Background: an optimization exercise with open tools, aiming at small area, a short achievable clock period and few clock cycles. Do not read the settings as production practice. RTL that was checked went through simulation tests only; none was proved equivalent to the original. The RTL of run 1 was laid out without a check of its function.

==> flow/design.v (outline; a module is shown in full before it is edited, if it fits) <==
// module crc_channel: 3787 lines
// module crc_x2: 7 lines
module crc_channel (
    input  wire        clk,
    input  wire        rst,             
    input  wire        cmd_go,
    input  wire [2:0]  cmd_set,
    input  wire        cmd_expect_en,
    input  wire [31:0] cmd_len,
    input  wire [63:0] cmd_exp,
    input  wire        cmd_terminate,
    input  wire        in_valid,
    output wire        in_ready,
    input  wire [63:0] in_data,
    output reg         done,
    output wire [1:0]  state,
    output reg  [7:0]  code,
    output reg         match,
    output reg  [63:0] result
);
  // ...
==> flow/flow/run.sh <==
#!/bin/bash
# The standard layout (standard.sh: standard synthesis, floorplan, placement,
# CTS, routing, finish), with one change: the buffers that buffer_ports puts on
# every input and output port are sky130_fd_sc_hd__buf_2 cells instead of the
# cell buffer_ports picks by itself (clkdlybuf4s50_1, a delay cell).
# make's full output goes to flow_make.log here; each ORFS step also writes its
# own log under orfs/logs/.
set -euo pipefail
bash standard.sh 'BUFFER_PORTS_ARGS=-buffer_cell sky130_fd_sc_hd__buf_2' finish > flow_make.log 2>&1
==> flow/standard.sh <==
#!/bin/bash
# synth_recipe.tcl (not shown) runs the flow's synth.tcl, then flattens the netlist and writes it again
# the make line also repeats each setting of config.mk as NAME=value (left out here)
make -C /OpenROAD-flow-scripts/flow DESIGN_CONFIG=/design/flow/config.mk WORK_HOME=/design/flow/orfs CLKGATE_MAP_FILE= SYNTH_SCRIPT=/design/flow/synth_recipe.tcl "${@:-finish}"
==> flow/config.mk <==
export PLATFORM = sky130hd
export DESIGN_NAME = crc_channel
export DESIGN_NICKNAME = crc_channel
export VERILOG_FILES = /design/flow/design.v
export SDC_FILE = /design/flow/constraint.sdc
export NUM_CORES = 4
export LEC_CHECK = 0
export CAP_MARGIN = 20
export CORE_MARGIN = 2
export CORE_UTILIZATION = 40
export CTS_BUF_LIST = sky130_fd_sc_hd__clkbuf_8
export SLEW_MARGIN = 65
export SYNTH_HIERARCHICAL = 1
==> flow/constraint.sdc <==
create_clock -name core_clock -period 20.0 [get_ports {clk}]
set_input_delay 4.0000 -clock core_clock [delete_from_list [all_inputs] [get_ports {clk}]]
set_output_delay 4.0000 -clock core_clock [all_outputs]
set_load 0.01 [all_outputs]
==> results.tsv, run 1 <==
stage	metric	value	unit
timing	Fmax	0.174	GHz
synthesis	post-synthesis mux area share	3.91	%
worst_setup_path	path depth of the worst reg2reg path	16	
worst_setup_path	Arr. time, crit path	6.34	ns
timing	worst clock skew	0.0674	ns
floorplan	core area	0.0824	mm2
synthesis	Unique masters post-synth	64	
worst_setup_path	critical path depth	9	
drt	vias per cell	6.01	
synthesis	Post-synth top cells	1,871 x xor2_1, 286 x nand2_1, 177 x edfxtp_1	
global_routing	largest net degree at the start of global routing	76	
finish	fin area	0.0424	mm2
timing	fin. max-slew vios	0	
synthesis	average cell area after synthesis	9.12	um2
run_status	status	timing/DRC/antenna clean	
timing	Rel. slew slack	56.1	%
worst_setup_path	largest fanout on the critical path	30	
synthesis	most frequent cell after synthesis	xor2_1	
finish	most frequent cells in the layout	1,601 x xor2_1, 286 x nand2_1, 254 x buf_4	
place	HPWL Detailed	164	mm
floorplan	Die X	293	um
drt	met1 WL	80.1	mm
finish	Filler cells	7773	
worst_setup_path	RR Startpoint	mh_q[6]	
worst_setup_path	CP Cell Sequence	buf_2 -> mux2i_4 -> buf_4 -> buf_12 -> inv_2 -> buf_4 -> mux2_2 -> mux2_2 -> o21ai_0	
drt	metal3 WL	29.5	mm
floorplan	num rows	105	
timing	Final WS setup	14.26	ns
timing	minimum clock period after layout	5.74	ns
synthesis	post-synthesis sequential area ratio	24.7	%
global_routing	initial antenna violation count	5	
drt	metal2 WL	80.5	mm
clocking	Num Clock Sinks	323	
drt	Top Layer Used	met5	
clocking	# hold bufs at CTS	0	
finish	Seq cells	323	
place	pre-CTS setup slack	13.60	ns
finish	invs w/o clock	19	
finish	FF/Latch Area	0.00824	mm2
drt	Initial DRC Count	4406	
timing	Fin. Hold Viols	0	
==> run 2: changes to the inputs <==
--- a/flow/design.v
+++ b/flow/design.v
@@ -64,17 +64,17 @@
         for (gj = 0; gj < 8; gj = gj + 1) begin : g_win
             assign head[8*gj +: 8] = rot_q[8*gj +: 8] & {8{mh_q[gj]}};
         end
         for (gj = 0; gj < 7; gj = gj + 1) begin : g_tail
             assign tail[8*gj +: 8] = rot_q[8*gj +: 8] & {8{mt_q[gj]}};
         end
     endgenerate
     assign tail[63:56] = 8'h00;
-    wire [63:0]  x = head ^ (crc_q & {64{!first_q}});
+    wire [63:0]  x = head ^ crc_q;
     wire [63:0]  ovf = ({64{sel_q[0] & (k_q == 3'd1)}} & 64'h0000000000FFFFFF) |
                        ({64{sel_q[0] & (k_q == 3'd2)}} & 64'h000000000000FFFF) |
                        ({64{sel_q[0] & (k_q == 3'd3)}} & 64'h00000000000000FF) |
                        ({64{sel_q[1] & (k_q == 3'd1)}} & 64'h0000000000FFFFFF) |
                        ({64{sel_q[1] & (k_q == 3'd2)}} & 64'h000000000000FFFF) |
                        ({64{sel_q[1] & (k_q == 3'd3)}} & 64'h00000000000000FF) |
                        ({64{sel_q[2] & (k_q == 3'd1)}} & 64'h00000000000000FF);
     wire [63:0]  add_new = last ? (first_q ? ovf : 64'h0) : tail;
@@ -3721,17 +3721,19 @@
             mh_q     <= mask_in;
             mt_q     <= ~mask_in[6:0];
             exp_en_q <= cmd_expect_en;
             xexp_q   <= cmd_exp ^ xo_in;
             rem_q    <= cmd_len[31:3];
         end else if (proc) begin
             rem_q    <= rem_q - 29'd1;
         end
-        if (proc)
+        if (idle)
+            crc_q <= 64'h0;
+        else if (proc)
             crc_q <= st_new ^ add_new;
         first_q <= idle ? 1'b1 : (proc ? 1'b0 : first_q);
         nb_q    <= (idle | nb_q) & !take;
     end
     always @(posedge clk) begin
         if (rst) begin
             run_q  <= 1'b0;
             st_q   <= 1'b0;
==> flow/config.mk (replaced) <==
export PLATFORM = sky130hd
export DESIGN_NAME = crc_channel
export DESIGN_NICKNAME = crc_channel
export VERILOG_FILES = /design/flow/design.v
export SDC_FILE = /design/flow/constraint.sdc
export NUM_CORES = 4
export LEC_CHECK = 0
export CAP_MARGIN = 20
export CORE_MARGIN = 2
export CORE_UTILIZATION = 40
export CTS_BUF_LIST = sky130_fd_sc_hd__clkbuf_4
export SLEW_MARGIN = 50
export SYNTH_HIERARCHICAL = 1
==> results.tsv, run 2 <==
stage	metric	value	unit	change
run_status	status	timing/DRC/antenna clean		
synthesis	Unique masters post-synth	66		+3.1%
global_routing	met3 Use GR	19.7	%	
timing	Final period util	30.4	%	
global_routing	GR Util All Layers	44.6	%	
synthesis	most frequent cell after synthesis	xor2_1		
synthesis	post-synth top area cell	xor2_1		
synthesis	average cell area after synthesis	8.72	um2	-4.5%
clocking	CTS resizes	0		
clocking	CTS tree	built		
finish	synthesis-to-finish area growth	18.8	%	
synthesis	Post-synth ARST share	0	%	
worst_setup_path	CP max stage delay	0.71	ns	
floorplan	die area	0.0855	mm2	
drt	DR pass1 iterations	8		
timing	Slew @ Worst Pin	0.907	ns	
place	total instance count after detailed placement	5169		
drt	Initial DRC Count	5022		+14%
finish	share of cells above drive strength 1	19.5	%	
clocking	Clk Latency, worst-skew pair	0.85	ns	
worst_setup_path	Arr. time, crit path	6.82	ns	+0.48 ns
finish	most common cell after layout, fill and taps aside	xor2_1		
finish	Cell Count, Final, Fillers Out	5334		
synthesis	post-synthesis sequential area ratio	22.8	%	-1.9 points
timing	Final WS setup	13.91	ns	-0.342 ns
run	max-cap violations	0		
worst_setup_path	CP endpoint kind	flop		
floorplan	core area	0.0822	mm2	-0.16%
floorplan	Die Ht	292	um	
worst_setup_path	Req. time, crit path	20.73	ns	
synthesis	main flop type after synthesis	dfxtp_1		
drt	drc violations	0		
drt	DRT antenna net count	0		
global_routing	met2 Usage GRT	60.3	%	
timing	Rel. slew slack	39.4	%	-17 points
clocking	maximum number of buffers from clock root to sink	3		
place	Placer Congestion	1.15		
finish	Final Core Density	48.1	%	
timing	worst clock skew	0.0794	ns	+0.0121 ns
worst_setup_path	CP Cell Sequence	nand2_1 -> xnor2_1 -> buf_4 -> xor2_1 -> buf_4 -> xor2_1 -> buf_4 -> xor2_4 -> buf_4 -> xor2_1 -> xor2_1 -> xor2_1 -> a222oi_1 -> clkbuf_2 -> dlymetal6s2s_1 -> nand2_1 -> xor2_1 -> o21ai_0		
clocking	Post-CTS Setup Bufs	0		
synthesis	largest cells by area after synthesis	xor2_1 49%, dfxtp_1 13%, edfxtp_1 10%		
floorplan	num rows	105		unchanged
synthesis	Post-Syn Instances	3819		
global_routing	largest net degree at the start of global routing	135		+78%
floorplan	Die X	292	um	-0.10%
clocking	number of buffers created by CTS	83		
timing	Fmax	0.164	GHz	-5.6%
synthesis	Post-Syn Area	0.0333	mm2	
worst_setup_path	Crit path top cell by count	xor2_1		
synthesis	EDFF count, synth	113		
worst_setup_path	Crit Path Class	flop to flop		
clocking	Worst-path clk slew	0.08	ns	
drt	WL final	197	mm	
synthesis	Synth top area share	48.7	%	
clocking	number of H-tree levels	3		
place	HPWL Detailed	151	mm	-8.1%
timing	Fin. Hold Viols	0		unchanged
drt	Via Count	32291		
timing	minimum clock period after layout	6.09	ns	+0.342 ns
clocking	# hold bufs at CTS	0		unchanged
drt	vias per cell	6.05		+0.67%
worst_setup_path	largest fanout on the critical path	11		-63%
global_routing	global routing's busiest layer	met2		
global_routing	vias in the first global route	29786		
floorplan	Initial Util	40.5	%	
place	IO Port Bufs	240		
hold_path	worst min path class	flop to flop		
timing	Fin Setup TNS	0	ns	
drt	Routed WL per cell	37.0	um	
finish	most frequent cells in the layout	1,703 x xor2_1, 288 x nand2_1, 242 x buf_2		
global_routing	GRT overflow	0		
clocking	Num Clock Sinks	323		unchanged
timing	final setup fails	0		
floorplan	Top Ports	246		
timing	RSZ-0062 raised after global routing	false		
global_routing	M1 GR Usage	57.4	%	
global_routing	first-pass GRT wire length	258	mm	
global_routing	initial antenna violation count	8		+3
worst_setup_path	Max stage delay cell, worst path	xor2_4		
synthesis	Synth Warn #	7		
clocking	clock root buffer	clkbuf_4		
finish	fin nets	4357		
synthesis	FF+latch count, synth	323		
finish	Filler cells	8013		+3.1%
timing	fin. max-slew vios	0		unchanged
place	pre-CTS setup slack	13.83	ns	+0.228 ns
synthesis	Post-synth top cells	1,849 x xor2_1, 289 x nand2_1, 210 x dfxtp_1		
worst_setup_path	CP Launch Type	flop		
-- run 2: layout make-up --
class | instances | area [um2] | share of cell area [%]
clock inverters | 30 | 156 | 0.395
multi-input cells | 3290 | 26400 | 66.8
inverters | 17 | 73.8 | 0.187
well taps | 1070 | 1340 | 3.38
flip-flops and latches | 323 | 7600 | 19.2
repair buffers | 472 | 3030 | 7.65
diodes | 9 | 22.5 | 0.0569
clock buffers | 123 | 923 | 2.33
-- run 2: path summary, 6_finish.rpt --
path              slack (ns)  cells after the start          to       start
hold reg to reg         0.45                      2  result[50]  result[50]
setup / recovery       13.91                     18    crc_q[3]     mh_q[1]
setup reg to reg       13.91                     18    crc_q[3]     mh_q[1]
hold / removal          0.45                      2  result[50]  result[50]
-- run 2: per-module statistics from Yosys, one instance, submodules excluded --
module / times used / flops+latches
crc_channel: 1 / 323
crc_x2: 1742 / 0
-- run 2: critical path: cells and delay by family (launching register included) --
| family | cells | cell delay (ns) |
|---|---|---|
| xor+xnor | 8 | 2.45 |
| buf+inv | 6 | 1.96 |
| compound gates | 2 | 0.67 |
| flops | 1 | 0.55 |
| simple gates | 2 | 0.31 |
-- run 2: logic make-up after synthesis --
| group | after synthesis | synth area share, % |
|---|---|---|
| adders and majority gates | 1 | 0.0376 |
| buffers and inverters | 210 | 2.48 |
| AOI/OAI and AO/OA | 469 | 8.74 |
| xor gates and xnor gates | 1982 | 52.2 |
| other | 1 | 0.0113 |
| DFF | 323 | 22.8 |
| and+or+nand+nor | 712 | 9.83 |
| muxes | 121 | 3.92 |
-- run 2: through the flow --
step | hold slack (ns) | area [um2]
floorplan | 0.446 | 33300
global placement | 0.437 | 37300
detailed placement | 0.444 | 38300
CTS | 0.452 | 39300
global route | 0.472 | 39500
finish | 0.450 | 39600
-- run 2: metal layers --
layer	share of wire [%]	vias to the layer above
met4	7.6	2
met2	39	2554
li1	-	13306
met1	39	15746
met3	14	683
met5	0.0086	-
Testbench counts of run 2, summed over its fixed seeds: cycles 18,581.
==> run 3: changes to the inputs <==
--- a/flow/config.mk
+++ b/flow/config.mk
@@ -8,6 +8,6 @@
 export CAP_MARGIN = 20
 export CORE_MARGIN = 2
 export CORE_UTILIZATION = 40
-export CTS_BUF_LIST = sky130_fd_sc_hd__clkbuf_4
-export SLEW_MARGIN = 50
+export CTS_BUF_LIST = sky130_fd_sc_hd__clkbuf_8
+export SLEW_MARGIN = 40
 export SYNTH_HIERARCHICAL = 1
==> results.tsv, run 3 <==
stage	metric	value	unit	change
synthesis	Synth top area share	48.7	%	unchanged
drt	vias per cell	6.02		-0.57%
floorplan	die area	0.0855	mm2	unchanged
synthesis	Unique masters post-synth	66		unchanged
clocking	CTS tree	built		
timing	Final WS setup	13.95	ns	+0.0349 ns
finish	share of cells above drive strength 1	16.8	%	-2.7 points
place	total instance count after detailed placement	5160		-0.17%
finish	area of the multi-input gates	0.0260	mm2	-1.7%
timing	final setup fails	0		unchanged
clocking	Post-CTS Setup Bufs	0		unchanged
floorplan	core area	0.0822	mm2	unchanged
drt	Routed WL per cell	37.3	um	+0.80%
clocking	Clk Latency, worst-skew pair	0.69	ns	-0.16 ns
hold_path	Hold Path Stages	2		unchanged
drt	drc violations	0		unchanged
floorplan	Die X	292	um	unchanged
synthesis	Synth Warn #	7		unchanged
floorplan	Initial Util	40.5	%	unchanged
clocking	CTS resizes	0		unchanged
global_routing	largest net degree at the start of global routing	135		unchanged
synthesis	main flop type after synthesis	dfxtp_1		
place	pre-CTS setup slack	13.80	ns	-0.0346 ns
timing	RSZ-0062 raised after global routing	false		
synthesis	EDFF count, synth	113		unchanged
synthesis	Post-synth ARST share	0	%	unchanged
synthesis	Post-Syn Area	0.0333	mm2	unchanged
worst_setup_path	CP endpoint kind	flop		
clocking	number of buffers created by CTS	53		-36%
timing	WHS	0.449	ns	-0.000771 ns
hold_path	worst min path class	flop to flop		
synthesis	Post-synth top cells	1,849 x xor2_1, 289 x nand2_1, 210 x dfxtp_1		
worst_setup_path	Req. time, crit path	20.55	ns	-0.18 ns
timing	Final period util	30.3	%	-0.17 points
clocking	Num Clock Sinks	323		unchanged
global_routing	vias in the first global route	29625		-0.54%
synthesis	FF+latch count, synth	323		unchanged
clocking	Worst-path clk slew	0.09	ns	about the same
worst_setup_path	path depth of the worst reg2reg path	15		-3
synthesis	most frequent cell after synthesis	xor2_1		
worst_setup_path	Arr. time, crit path	6.61	ns	-0.21 ns
synthesis	average cell area after synthesis	8.72	um2	unchanged
synthesis	Post-Syn Instances	3819		unchanged
run_status	status	timing/DRC/antenna clean		
synthesis	post-synthesis sequential area ratio	22.8	%	unchanged
worst_setup_path	R2R Path End	crc_q[3]		
drt	Via Count	31735		-1.7%
finish	Filler cells	8047		+0.42%
hold_path	hold_sp	result[50]		
worst_setup_path	setup slack, reg-to-reg	13.95	ns	+0.03 ns
global_routing	first-pass GRT wire length	258	mm	-0.19%
timing	Slew @ Worst Pin	1.06	ns	+0.152 ns
floorplan	Die Ht	292	um	unchanged
finish	FF/Latch Area	0.00760	mm2	about the same
finish	Final Core Density	47.3	%	-0.77 points
drt	DR pass1 iterations	8		unchanged
place	HPWL Detailed	150	mm	-0.26%
worst_setup_path	largest fanout on the critical path	11		unchanged
floorplan	Top Ports	246		unchanged
worst_setup_path	Crit Path Class	flop to flop		
drt	WL final	196	mm	-0.38%
place	Placer Congestion	1.15		unchanged
drt	DRT antenna net count	0		unchanged
hold_path	Hold EP	result[50]		
timing	Fin. Hold Viols	0		unchanged
timing	minimum clock period after layout	6.05	ns	-0.0349 ns
global_routing	initial antenna violation count	9		+1
synthesis	largest cells by area after synthesis	xor2_1 49%, dfxtp_1 13%, edfxtp_1 10%		
finish	fin nets	4320		-0.85%
timing	worst clock skew	0.0644	ns	-0.0150 ns
clocking	clock root buffer	clkbuf_8		
finish	synthesis-to-finish area growth	16.9	%	
timing	Fmax	0.165	GHz	+0.58%
timing	Rel. slew slack	29.2	%	-10 points
clocking	# hold bufs at CTS	0		unchanged
floorplan	num rows	105		unchanged
timing	fin. max-slew vios	0		unchanged
clocking	maximum number of buffers from clock root to sink	3		unchanged
clocking	number of H-tree levels	2		-1
drt	Initial DRC Count	5178		+3.1%
synthesis	post-synth top area cell	xor2_1		
finish	Cell Count, Final, Fillers Out	5272		-1.2%
worst_setup_path	RR Startpoint	crc_q[13]		
finish	most frequent cells in the layout	1,758 x xor2_1, 288 x nand2_1, 244 x buf_2		
place	IO Port Bufs	240		unchanged
global_routing	GRT overflow	0		unchanged
run	max-cap violations	0		unchanged
timing	Fin Setup TNS	0	ns	unchanged
worst_setup_path	CP Launch Type	flop		
finish	most common cell after layout, fill and taps aside	xor2_1		
global_routing	GR Util All Layers	44.5	%	-0.16 points
==> run 3: cell counts after synthesis <==
Identical to the previous run, type by type.
==> run 3: worst max-delay path, cell delays in order (launching register included) <==
cell	delay [ns]
dfxtp_1	0.67
xnor2_1	0.18
buf_4	0.41
xor2_1	0.18
buf_4	0.43
xor2_1	0.38
buf_4	0.27
xor2_4	0.68
buf_4	0.31
xor2_1	0.20
xor2_1	0.47
xor2_1	0.13
a222oi_1	0.80
nand2_1	0.34
xor2_1	0.25
o21ai_0	0.17
==> run 3: area by class of cell <==
class,count,area share [%]
Inverter,17,0.183
Sequential cell,323,19.5
Antenna cell,7,0.0450
Multi-Input combinational cell,3290,66.7
Timing Repair Buffer,465,7.46
Clock buffer,64,2.26
Tap cell,1070,3.44
Clock inverter,36,0.395
==> run 3: per-module statistics from Yosys, one instance, submodules excluded <==
module / cell area (um2) / times used / flops+latches / cells
crc_channel: 18000 / 1 / 323 / 2077
crc_x2: 8.76 / 1742 / 0 / 1
==> run 3: worst max-delay path by stage <==
stage,endpoint,cells after the start,slack [ns],startpoint
floorplan,rot_q[61],8,14.09,cmd_set[2]
global placement,rot_q[48],9,13.50,cmd_len[0]
detailed placement,rot_q[49],9,13.80,cmd_len[0]
CTS,crc_q[3],15,14.44,crc_q[13]
global route,crc_q[3],15,14.16,crc_q[13]
finish,crc_q[3],15,13.95,crc_q[13]
==> run 3: stage by stage <==
stage	instance area [um2]
floorplan	33300
global placement	37300
detailed placement	37800
CTS	38800
global route	38900
finish	38900
==> run 3: logic make-up (layout without fill, tap and decap cells) <==
kind of cell | count (synthesis) | after routing | synth area share [%]
xor+xnor | 1982 | 1982 | 52.2
buf+inv | 210 | 582 | 2.48
other cells | 1 | 12 | 0.0113
flops | 323 | 323 | 22.8
compound gates | 469 | 469 | 8.74
fa+ha+maj | 1 | 1 | 0.0376
mux | 121 | 121 | 3.92
simple gates | 712 | 712 | 9.83
==> run 3: per-layer routing <==
layer  global-route usage [%]  part of all wire, %  routed length (um)  vias to the layer above
met2                     59.6                   38               75000                     2468
met5                     1.59                 0.11                 225                        -
met1                     56.9                   39               76500                    15396
met4                     29.0                  8.1               15800                        8
li1                         -                    -                   -                    13214
met3                     19.8                   15               28800                      649
==> run 4: changes to the inputs <==
--- a/flow/config.mk
+++ b/flow/config.mk
@@ -9,5 +9,5 @@
 export CORE_MARGIN = 2
 export CORE_UTILIZATION = 40
 export CTS_BUF_LIST = sky130_fd_sc_hd__clkbuf_8
-export SLEW_MARGIN = 40
+export SLEW_MARGIN = 58
 export SYNTH_HIERARCHICAL = 1
==> results.tsv, run 4 <==
stage	metric	value	unit	change
synthesis	post-synth top area cell	xor2_1		
worst_setup_path	CP endpoint kind	flop		
finish	most common cell after layout, fill and taps aside	xor2_1		
clocking	# hold bufs at CTS	0		unchanged
timing	RSZ-0062 raised after global routing	false		
synthesis	post-synthesis sequential area ratio	22.8	%	unchanged
run_status	status	timing/DRC/antenna clean		
timing	minimum clock period after layout	5.48	ns	-0.570 ns
global_routing	global routing's busiest layer	met2		
worst_setup_path	Max stage delay cell, worst path	buf_4		
worst_setup_path	Crit Path Class	input port to flop		
timing	final setup fails	0		unchanged
clocking	maximum number of buffers from clock root to sink	3		unchanged
floorplan	Initial Util	40.5	%	unchanged
clocking	number of H-tree levels	2		unchanged
global_routing	M1 GR Usage	57.7	%	+0.76 points
clocking	Post-CTS Setup Bufs	0		unchanged
synthesis	Synth top area share	48.7	%	unchanged
floorplan	Top Ports	246		unchanged
synthesis	Post-Syn Instances	3819		unchanged
worst_setup_path	CP Launch Type	input port		
floorplan	core area	0.0822	mm2	unchanged
global_routing	met3 Use GR	19.0	%	-0.80 points
place	HPWL Detailed	151	mm	+0.77%
synthesis	most frequent cell after synthesis	xor2_1		
drt	Initial DRC Count	4909		-5.2%
global_routing	largest net degree at the start of global routing	94		-30%
drt	drc violations	0		unchanged
clocking	number of buffers created by CTS	53		unchanged
drt	WL final	196	mm	about the same
global_routing	initial antenna violation count	9		unchanged
global_routing	vias in the first global route	29656		+0.10%
finish	synthesis-to-finish area growth	22.1	%	
worst_setup_path	CP max stage delay	0.44	ns	-0.36 ns
worst_setup_path	CP Cell Sequence	buf_2 -> o31ai_4 -> buf_4 -> a211oi_2 -> buf_4 -> xor2_1 -> a21oi_1 -> mux2_2 -> mux2_2		
hold_path	Hold Path Stages	2		unchanged
synthesis	Synth Warn #	7		unchanged
worst_setup_path	Req. time, crit path	20.55	ns	about the same
finish	fin nets	4349		+0.67%
run	max-cap violations	0		unchanged
synthesis	main flop type after synthesis	dfxtp_1		
place	Placer Congestion	1.15		unchanged
floorplan	Die X	292	um	unchanged
global_routing	met2 Usage GRT	60.0	%	+0.40 points
finish	most frequent cells in the layout	1,653 x xor2_1, 288 x nand2_1, 245 x buf_2		
drt	Routed WL per cell	37.1	um	-0.52%
global_routing	GRT overflow	0		unchanged
timing	Rel. slew slack	50.3	%	+21 points
timing	Fin. Hold Viols	0		unchanged
global_routing	first-pass GRT wire length	258	mm	about the same
drt	DRT antenna net count	0		unchanged
timing	Fmax	0.182	GHz	+10%
synthesis	largest cells by area after synthesis	xor2_1 49%, dfxtp_1 13%, edfxtp_1 10%		
synthesis	Post-synth top cells	1,849 x xor2_1, 289 x nand2_1, 210 x dfxtp_1		
clocking	Worst-path clk slew	0.06	ns	-0.03 ns
synthesis	Post-Syn Area	0.0333	mm2	unchanged
finish	share of cells above drive strength 1	20.3	%	+3.5 points
floorplan	num rows	105		unchanged
global_routing	GR Util All Layers	44.5	%	+0.062 points
clocking	CTS resizes	0		unchanged
synthesis	Post-synth ARST share	0	%	unchanged
drt	Via Count	32008		+0.86%
floorplan	die area	0.0855	mm2	unchanged
worst_setup_path	path depth of the worst reg2reg path	16		+1
clocking	CTS tree	built		
timing	worst clock skew	0.0731	ns	+0.00873 ns
synthesis	FF+latch count, synth	323		unchanged
floorplan	Die Ht	292	um	unchanged
synthesis	Unique masters post-synth	66		unchanged
finish	Filler cells	7924		-1.5%
drt	vias per cell	6.04		+0.37%
drt	DR pass1 iterations	8		unchanged
timing	Slew @ Worst Pin	0.743	ns	-0.316 ns
clocking	Num Clock Sinks	323		unchanged
clocking	clock root buffer	clkbuf_8		
hold_path	worst min path class	flop to flop		
place	IO Port Bufs	240		unchanged
timing	Final period util	27.4	%	-2.9 points
timing	fin. max-slew vios	0		unchanged
worst_setup_path	Arr. time, crit path	6.04	ns	-0.57 ns
worst_setup_path	largest fanout on the critical path	25		+14
timing	WHS	0.448	ns	-0.00113 ns
timing	Fin Setup TNS	0	ns	unchanged
clocking	Clk Latency, worst-skew pair	0.68	ns	about the same
synthesis	EDFF count, synth	113		unchanged
synthesis	average cell area after synthesis	8.72	um2	unchanged
run 4: cell types whose count changed in the layout (fill, tap and decap cells not counted), sizes merged, moves of 3 or more:
cell	before	now
diode	7	4
buf	462	486
clkdlybuf4s15	0	6
bufinv	0	4
inv	47	30
clkinv	5	12
clkbuf	67	70
run 4: per-stage QoR:
stage	setup slack, ns	cell area (um2)	utilization [%]	std cells
2_1_floorplan	14.09	33300	-	3823
3_3_place_gp	13.50	37300	45.4	5157
3_5_place_dp	13.84	39100	47.5	5185
4_1_cts	14.54	40300	49.0	5285
5_1_grt	14.44	40600	49.4	5295
6_report	14.52	40600	49.4	5298
run 4: cell type report:
| type | instances | area, um2 | area share (%) |
|---|---|---|---|
| Sequential cell | 323 | 7600 | 18.7 |
| Tap cell | 1070 | 1340 | 3.29 |
| Timing Repair Buffer | 494 | 3320 | 8.17 |
| Antenna cell | 4 | 10.0 | 0.0246 |
| Inverter | 17 | 76.3 | 0.188 |
| Clock buffer | 69 | 950 | 2.34 |
| Clock inverter | 31 | 256 | 0.631 |
| Multi-Input combinational cell | 3290 | 27100 | 66.6 |
run 4: kinds of logic (layout without fill, tap and decap cells):
family | after synthesis | count (layout) | share of synthesized area (%)
XOR/XNOR | 1982 | 1982 | 52.2
AND/OR/NAND/NOR | 712 | 712 | 9.83
AO/OA/AOI/OAI | 469 | 469 | 8.74
flip-flops | 323 | 323 | 22.8
buffers and inverters | 210 | 611 | 2.48
multiplexers | 121 | 121 | 3.92
adder cells (fa/ha/maj) | 1 | 1 | 0.0376
other | 1 | 9 | 0.0113
run 4: path summary, 6_finish.rpt:
kind / slack [ns] / end / start
hold reg to reg: 0.45 / result[50] / result[50]
hold / removal: 0.45 / result[50] / result[50]
setup reg to reg: 14.58 / crc_q[0] / mh_q[4]
setup / recovery: 14.52 / rot_q[61] / cmd_set[1]
run 4: Yosys stat by module, one instance, submodules excluded:
module | times used | flops+latches
crc_x2 | 1742 | 0
crc_channel | 1 | 323
run 4: routing by layer:
metal,share of wire [%],vias to the layer above
met3,14,680
met5,0.018,-
met2,39,2498
met1,40,15614
li1,-,13210
met4,7.9,6
run 4: worst max-delay path: cells and delay by family:
kind | cells | cell delay, ns
xor+xnor | 1 | 0.19
mux | 2 | 0.58
compound gates | 3 | 0.43
buf+inv | 3 | 0.82
==> run 5: changes to the inputs <==
==> flow/flow/run.sh (replaced) <==
#!/bin/bash
# The standard layout (standard.sh: standard synthesis, floorplan, placement,
# CTS, routing, finish), with one change: the buffers that buffer_ports puts on
# every input and output port are sky130_fd_sc_hd__buf_1 cells instead of the
# cell buffer_ports picks by itself (clkdlybuf4s50_1, a delay cell).
# make's full output goes to flow_make.log here; each ORFS step also writes its
# own log under orfs/logs/.
set -euo pipefail
bash standard.sh 'BUFFER_PORTS_ARGS=-buffer_cell sky130_fd_sc_hd__buf_1' finish > flow_make.log 2>&1
--- a/flow/config.mk
+++ b/flow/config.mk
@@ -9,5 +9,5 @@
 export CORE_MARGIN = 2
 export CORE_UTILIZATION = 40
 export CTS_BUF_LIST = sky130_fd_sc_hd__clkbuf_8
-export SLEW_MARGIN = 58
+export SLEW_MARGIN = 50
 export SYNTH_HIERARCHICAL = 1
==> results.tsv, run 5 <==
stage	metric	value	unit	change
finish	FF/Latch Area	0.00760	mm2	about the same
finish	synthesis-to-finish area growth	18.5	%	
finish	most common cell after layout, fill and taps aside	xor2_1		
drt	Via Count	32066		+0.18%
synthesis	main flop type after synthesis	dfxtp_1		
finish	fin nets	4337		-0.28%
timing	Fin. Hold Viols	0		unchanged
global_routing	vias in the first global route	30059		+1.4%
global_routing	largest net degree at the start of global routing	102		+8.5%
synthesis	Unique masters post-synth	66		unchanged
timing	worst clock skew	0.0340	ns	-0.0391 ns
run	max-cap violations	0		unchanged
timing	RSZ-0062 raised after global routing	false		
clocking	Worst-path clk slew	0.06	ns	about the same
timing	final setup fails	0		unchanged
hold_path	worst min path class	flop to flop		
drt	DR pass1 iterations	6		-2
global_routing	GRT overflow	0		unchanged
clocking	Clk Latency, worst-skew pair	0.65	ns	-0.03 ns
timing	Fmax	0.176	GHz	-3.5%
place	HPWL Detailed	161	mm	+6.1%
clocking	# hold bufs at CTS	0		unchanged
synthesis	Post-Syn Instances	3819		unchanged
floorplan	Die Ht	292	um	unchanged
synthesis	Synth Warn #	7		unchanged
synthesis	Adder-Cell Fraction of Synth Area	0.0376	%	unchanged
synthesis	Post-Syn Area	0.0333	mm2	unchanged
synthesis	EDFF count, synth	113		unchanged
synthesis	Post-synth ARST share	0	%	unchanged
synthesis	Synth top area share	48.7	%	unchanged
worst_setup_path	Crit Path Class	input port to flop		
finish	most frequent cells in the layout	1,695 x xor2_1, 288 x nand2_1, 239 x buf_1		
clocking	Post-CTS Setup Bufs	0		unchanged
synthesis	post-synthesis simple-gate area fraction	9.83	%	unchanged
clocking	Num Clock Sinks	323		unchanged
synthesis	main combinational cell family by area after synthesis	XOR/XNOR gates		
worst_setup_path	largest fanout on the critical path	25		unchanged
clocking	number of H-tree levels	2		unchanged
drt	WL final	207	mm	+5.2%
synthesis	Post-synth top cells	1,849 x xor2_1, 289 x nand2_1, 210 x dfxtp_1		
place	Placer Congestion	1.15		-0.35%
global_routing	initial antenna violation count	2		-7
timing	Slew @ Worst Pin	0.876	ns	+0.133 ns
floorplan	core area	0.0822	mm2	unchanged
global_routing	first-pass GRT wire length	270	mm	+4.6%
floorplan	die area	0.0855	mm2	unchanged
timing	Final period util	28.4	%	+1.0 points
synthesis	Post-Synth XOR/XNOR Area	52.2	%	unchanged
timing	Fin Setup TNS	0	ns	unchanged
drt	vias per cell	6.07		+0.48%
finish	Filler cells	8104		+2.3%
synthesis	complex-gate fraction of the synthesized area	8.74	%	unchanged
floorplan	Initial Util	40.5	%	unchanged
run_status	status	timing/DRC/antenna clean		
synthesis	most frequent cell after synthesis	xor2_1		
clocking	CTS tree	built		
finish	share of cells above drive strength 1	13.0	%	-7.3 points
worst_setup_path	CP endpoint kind	flop		
worst_setup_path	CP Launch Type	input port		
worst_setup_path	crit path from	cmd_set[2]		
hold_path	hold_sp	result[51]		
synthesis	FF+latch count, synth	323		unchanged
synthesis	post-synth top area cell	xor2_1		
worst_setup_path	Req. time, crit path	20.52	ns	-0.03 ns
drt	Routed WL per cell	39.1	um	+5.6%
timing	WHS	0.447	ns	-0.00123 ns
global_routing	GR Util All Layers	47.0	%	+2.4 points
floorplan	Top Ports	246		unchanged
drt	DRT antenna net count	0		unchanged
synthesis	post-synthesis sequential area ratio	22.8	%	unchanged
synthesis	average cell area after synthesis	8.72	um2	unchanged
timing	minimum clock period after layout	5.68	ns	+0.200 ns
timing	fin. max-slew vios	0		unchanged
clocking	CTS resizes	0		unchanged
clocking	clock root buffer	clkbuf_8		
synthesis	post-synthesis mux area share	3.92	%	unchanged
clocking	number of buffers created by CTS	51		-3.8%
worst_setup_path	RR Startpoint	mh_q[5]		
drt	Initial DRC Count	4801		-2.2%
synthesis	largest cells by area after synthesis	xor2_1 49%, dfxtp_1 13%, edfxtp_1 10%		
floorplan	num rows	105		unchanged
drt	drc violations	0		unchanged
place	IO Port Bufs	240		unchanged
clocking	maximum number of buffers from clock root to sink	3		unchanged
floorplan	Die X	292	um	unchanged
worst_setup_path	Arr. time, crit path	6.20	ns	+0.16 ns
finish	area of the multi-input gates	0.0266	mm2	-1.8%
timing	Rel. slew slack	41.4	%	-8.9 points
-- run 5: worst paths after layout --
check,depth (start not counted),to,slack (ns)
min reg2reg,2,result[51],0.45
min,2,result[51],0.45
max reg2reg,13,crc_q[17],14.52
max,9,rot_q[27],14.32
-- run 5: modules after synthesis, one instance, submodules excluded --
module | times used | cells | cell area, um2
crc_channel | 1 | 2077 | 18000
crc_x2 | 1742 | 1 | 8.76
-- run 5: worst max-delay path, cell delays in order --
cell      delay [ns]
buf_1           0.36
o31ai_4         0.09
buf_4           0.29
a211oi_2        0.26
buf_4           0.29
xor2_1          0.28
mux2_2          0.22
mux2i_1         0.09
mux2_2          0.30
-- run 5: stage by stage --
stage | setup slack [ns] | area, um2 | utilization (%) | cells
after floorplan | 14.09 | 33300 | - | 3823
after global placement | 13.35 | 37200 | 45.3 | 5172
after detailed placement | 13.69 | 38300 | 46.6 | 5183
after CTS | 14.36 | 39300 | 47.8 | 5276
after global routing | 14.23 | 39400 | 47.9 | 5277
final | 14.32 | 39400 | 47.9 | 5282
-- run 5: area by class of cell --
class	instances	area share, %
repair buffers	484	7.08
clock buffers	62	2.16
clock inverters	31	0.390
inverters	17	0.194
flip-flops and latches	323	19.3
multi-input cells	3290	67.5
well taps	1070	3.40
diodes	5	0.0317
-- run 5: cells by family after synthesis --
logic type      count (synthesis)
xor+xnor                     1982
simple gates                  712
mux                           121
fa+ha+maj                       1
compound gates                469
buf+inv                       210
flops                         323
other cells                     1
-- run 5: metal layers --
metal	track usage, %	up-vias	part of all wire (%)
li1	-	13213	-
met1	61.2	15774	40
met2	62.4	2411	38
met3	21.3	664	15
met4	28.7	4	7.6
met5	0	-	0.013

==> what the ideal ports hide <==
The flow's constraints put no driver on any port. The routed layouts listed below were extracted and timed again, unchanged, in two steps.
Step 1 (the two cells are an assumption about what drives the block):
set clk [get_ports {clk}]
set_driving_cell -lib_cell sky130_fd_sc_hd__clkbuf_16 $clk
set_driving_cell -lib_cell sky130_fd_sc_hd__buf_2 [delete_from_list [all_inputs] $clk]
Step 2 times the ports against the registers' clock, not the clock port: input delays grow and output delays shrink by t, the midpoint of the rising clock arrivals with the driver on.
Slacks: no drivers / after step 1 / after step 2; pairs: no drivers / after step 1.
run	t (ns)	slack for setup (ns)	hold WS [ns]	worst setup path after step 2	cell pins on the clock port's net
run 1	0.780	14.255 / 14.280 / 13.500	0.444 / 0.444 / 0.444	input to register	1
run 2	0.855	13.913 / 13.913 / 13.784	0.450 / 0.450 / 0.450	input to register	1
run 3	0.699	13.948 / 13.948 / 13.744	0.449 / 0.449 / 0.449	input to register	1
run 4	0.686	14.518 / 14.539 / 13.853	0.448 / 0.448 / 0.448	input to register	1
run 5	0.670	14.318 / 14.332 / 13.662	0.447 / 0.447 / 0.447	input to register	1
After both steps every run listed still meets setup and hold. For run 1, which loses most, drivers alone change the setup slack by +0.025 ns; drivers and shift together by -0.755 ns.
